This design comes from an exercise in tuning for small area, a short achievable clock period and few clock cycles per item on the open sky130 flow, not from production work.
RTL that was checked went through simulation tests only; none was proved equivalent to the original.
Power and IR drop assume default switching activity.

==> flow/design.v (excerpt) <==
module rs144_dec (
  input  wire        clk,
  input  wire        rst,
  input  wire        in_valid,
  output wire        in_ready,
  input  wire [7:0]  in_data,
  output wire        out_valid,
  input  wire        out_ready,
  output wire        out_fail,
  output wire [2:0]  out_nerr,
  output wire [31:0] out_pos,
  output wire [31:0] out_val
);
==> flow/config.mk <==
export PLATFORM = sky130hd
export DESIGN_NAME = rs144_dec
export DESIGN_NICKNAME = rs144_dec
export VERILOG_FILES = /design/flow/design.v
export SDC_FILE = /design/flow/constraint.sdc
export NUM_CORES = 4
export LEC_CHECK = 0
export CAP_MARGIN = 20
export CORE_MARGIN = 2
export CORE_UTILIZATION = 30
export PLACE_DENSITY = 0.45
export SLEW_MARGIN = 20
==> flow/constraint.sdc <==
create_clock -name core_clock -period 10.0 [get_ports {clk}]
set_input_delay 2.0000 -clock core_clock [delete_from_list [all_inputs] [get_ports {clk}]]
set_output_delay 2.0000 -clock core_clock [all_outputs]
set_load 0.01 [all_outputs]
standard.sh (not shown) runs the stock make flow with config.mk's settings and CLKGATE_MAP_FILE= SYNTH_SCRIPT=/design/flow/synth_recipe.tcl, a recipe that flattens the netlist after the stock synthesis.
==> flow/flow/run.sh <==
#!/bin/bash
# Standard layout, with timing repair aimed below the design's period.
set -euo pipefail
bash standard.sh SETUP_SLACK_MARGIN=7.5 finish > flow_make.log 2>&1
Testbench counts at the start, summed over its fixed seeds: cycles 117,456, items 800.
Rerun with:
==> flow/flow/run.sh (replaced) <==
#!/bin/bash
# Standard layout, with timing repair aimed below the design's period.
set -euo pipefail
bash standard.sh SETUP_SLACK_MARGIN=7.0 finish > flow_make.log 2>&1
Settings changed: CORE_UTILIZATION 30 to 60, CTS_CLUSTER_DIAMETER from default to 100, CTS_CLUSTER_SIZE from default to 30, PLACE_DENSITY 0.45 to 0.7.
Result:
- The new run finished with timing, DRC and antenna clean
- combinational power shrinks by 20%
- core utilization grows by 28 points
- via count shrinks by 1.1%
- non-clock buffer count shrinks by 105

Starting RTL as in the previous note.
Settings: LEC_CHECK=0, CAP_MARGIN=20, CORE_MARGIN=2, CORE_UTILIZATION=30, PLACE_DENSITY=0.45, SLEW_MARGIN=20; clock period 10.0 ns.
==> flow/flow/run.sh <==
#!/bin/bash
# Standard layout, with timing repair aimed below the design's period.
set -euo pipefail
bash standard.sh SETUP_SLACK_MARGIN=6.5 finish > flow_make.log 2>&1
Testbench counts at the start, summed over its fixed seeds: cycles 117,456, items 800.
==> next run, changes <==
==> flow/flow/run.sh (replaced) <==
#!/bin/bash
# Standard layout, with timing repair aimed below the design's period.
set -euo pipefail
bash standard.sh SETUP_SLACK_MARGIN=7.0 finish > flow_make.log 2>&1
CORE_UTILIZATION = 60   (was 30)
PLACE_DENSITY = 0.7   (was 0.45)
Result: Setup slack gains 0.21 ns; area after synthesis stays the same; global-route usage goes up by 13 points; worst hold slack is about the same; die area is lower by 49%; design area goes up by 0.86%.
==> next run, changes <==
CORE_UTILIZATION = 30   (was 60)
PLACE_DENSITY = 0.45   (was 0.7)
What happened:
- The new run ran to the end with no violations
- via count falls by 4.3%
- power is higher by 5.2%
- non-clock buffer count came out lower by 24
- synthesized cell count is unchanged
- sequential share of layout area is lower by 1.1 points
- die area came out higher by 98%

== 10-16 ==
Another version of the RTL of rs144_dec (not shown whole).
Size in the first run: about 450 flip-flops, roughly 82 I/O pins, about 23000 um2 of cells after synthesis.
Settings: LEC_CHECK=0, CAP_MARGIN=5, CORE_MARGIN=2, CORE_UTILIZATION=60, CTS_CLUSTER_DIAMETER=100, CTS_CLUSTER_SIZE=20, PLACE_DENSITY=0.7, SLEW_MARGIN=5; clock period 10.0 ns.
==> flow/flow/run.sh <==
#!/bin/bash
# Standard layout, with timing repair aimed below the design's period.
set -euo pipefail
bash standard.sh SETUP_SLACK_MARGIN=6.85 finish > flow_make.log 2>&1
For 03-28, these inputs were changed with respect to 10-16:
# 10-16
export LEC_CHECK = 0
export CAP_MARGIN = 5
export CORE_MARGIN = 2
export CORE_UTILIZATION = 60
export CTS_CLUSTER_DIAMETER = 100
export CTS_CLUSTER_SIZE = 20
export PLACE_DENSITY = 0.7
export SLEW_MARGIN = 5
create_clock -name core_clock -period 10.0 [get_ports {clk}]
# 03-28
export LEC_CHECK = 0
export CAP_MARGIN = 20
export CORE_MARGIN = 2
export CORE_UTILIZATION = 60
export CTS_CLUSTER_DIAMETER = 100
export CTS_CLUSTER_SIZE = 20
export PLACE_DENSITY = 0.7
export SLEW_MARGIN = 20
create_clock -name core_clock -period 10.0 [get_ports {clk}]
### Flow results
- As far as signal arrival time at the worst endpoint is concerned, 10-16 and 03-28 perform about the same.
- Between 10-16 and 03-28, the share of the final layout cell area in sequential cells figures differ only marginally.
- 10-16 → 03-28: global-route wire length before repair has remained practically unchanged, number of ordinary and repair buffers in the finished layout has remained practically unchanged, routability congestion estimate from global placement has remained practically unchanged, y dimension of the die has remained practically unchanged, switching power has remained practically unchanged.
- 10-16 -> 03-28: worst hold slack delta 0, exact match
- On total length of routed wires, 03-28 tracks 10-16 almost exactly.
No functional check of the RTL was part of any run of this note.

rs144_dec, a different RTL version from the one above (not shown whole).
Size: roughly 2500 cells after synthesis, about 460 flip-flops, about 82 I/O pins, roughly 23000 um2 of cells after synthesis.
export LEC_CHECK = 0
export CAP_MARGIN = 20
export CORE_MARGIN = 2
export CORE_UTILIZATION = 60
export CTS_CLUSTER_DIAMETER = 80
export CTS_CLUSTER_SIZE = 16
export PLACE_DENSITY = 0.7
export SLEW_MARGIN = 20
create_clock -name core_clock -period 10.0 [get_ports {clk}]
==> flow/flow/run.sh <==
#!/bin/bash
# Standard layout, with timing repair aimed below the design's period.
set -euo pipefail
bash standard.sh SETUP_SLACK_MARGIN=6.95 finish > flow_make.log 2>&1
The first run completed without violations.
Testbench counts at the start, summed over its fixed seeds: cycles 116,685, items 800.
Then changed:
==> flow/flow/run.sh (replaced) <==
#!/bin/bash
# Standard layout, with timing repair aimed below the design's period.
set -euo pipefail
bash standard.sh SETUP_SLACK_MARGIN=6.9 finish > flow_make.log 2>&1
--- a/flow/config.mk
+++ b/flow/config.mk
@@ -10 +10 @@
-export CORE_UTILIZATION = 60
+export CORE_UTILIZATION = 55
@@ -13 +13 @@
-export PLACE_DENSITY = 0.7
+export PLACE_DENSITY = 0.65
Effect: Core utilization fell by 6.6 points. Synthesized cell count is unchanged. Cell count rose by 0.32%. Synthesized area does not change. Die area rose by 8.9%. Via count fell by 1.9%. Routed wire length fell by 0.38%. Final area fell by 1.4%.
Then changed:
--- a/flow/config.mk
+++ b/flow/config.mk
@@ -10,4 +10,4 @@
-export CORE_UTILIZATION = 55
-export CTS_CLUSTER_DIAMETER = 80
-export CTS_CLUSTER_SIZE = 16
-export PLACE_DENSITY = 0.65
+export CORE_UTILIZATION = 60
+export CTS_CLUSTER_DIAMETER = 100
+export CTS_CLUSTER_SIZE = 20
+export PLACE_DENSITY = 0.7
After rerunning: The new run ran to the end with no violations. Die area went down by a little under a tenth. Fmax is about the same. Utilization is higher by 4.9 points. Power came out lower by a few percent. Critical path depth is unchanged.
Then changed:
--- a/flow/config.mk
+++ b/flow/config.mk
@@ -11,2 +11,3 @@
-export CTS_CLUSTER_DIAMETER = 100
-export CTS_CLUSTER_SIZE = 20
+export CTS_CLUSTER_DIAMETER = 80
+export CTS_CLUSTER_SIZE = 16
+export GPL_TIMING_DRIVEN = 0
The changed run completed without violations.
Final area climbs by 2.4%.
Power climbs by 2.9%.
Core utilization climbs by 1.6 points.
Worst setup slack stays flat.

==> what the ideal ports hide <==
Ports are ideal in the flow. The routed layouts listed here were re-timed in OpenROAD.
Step 1 assumes that a clkbuf_16 drives the clock port and a buf_2 every other input.
Step 2 times the ports against the registers' clock, not the clock port: input delays grow and output delays shrink by t, the midpoint of the rising clock arrivals with the driver on.
a / b / c = ideal / step 1 / step 2; a / b = the first two.
run	t, ns	setup slack, ns	clock arrival spread, ns	worst slew at a driven data input, ns	cell pins on the clock port's net
the first run of note 1	0.666	6.780 / 6.721 / 6.745	0.032 / 0.032	0.04	1
the second run of note 1	0.616	6.756 / 6.703 / 6.455	0.052 / 0.052	0.04	1
the first run of note 2	0.672	6.576 / 6.558 / 5.945	0.055 / 0.054	0.03	1
the second run of note 2	0.647	6.790 / 6.736 / 6.473	0.036 / 0.036	0.04	1
the third run of note 2	0.657	6.800 / 6.739 / 6.413	0.035 / 0.035	0.04	1
10-16	0.613	6.831 / 6.774 / 6.317	0.013 / 0.013	0.03	1
03-28	0.613	6.831 / 6.774 / 6.317	0.013 / 0.013	0.03	1
the first run of note 4	0.601	6.971 / 6.918 / 6.451	0.020 / 0.019	0.03	1
the second run of note 4	0.604	6.953 / 6.894 / 6.407	0.022 / 0.022	0.04	1
the third run of note 4	0.627	6.945 / 6.888 / 6.361	0.025 / 0.025	0.03	1
the fourth run of note 4	0.613	6.942 / 6.888 / 6.415	0.026 / 0.025	0.04	1
After both steps setup and hold are still met in every run listed. The setup slack of the first run of note 2, which loses most, moves by -0.018 ns with the drivers and by -0.631 ns with both steps.
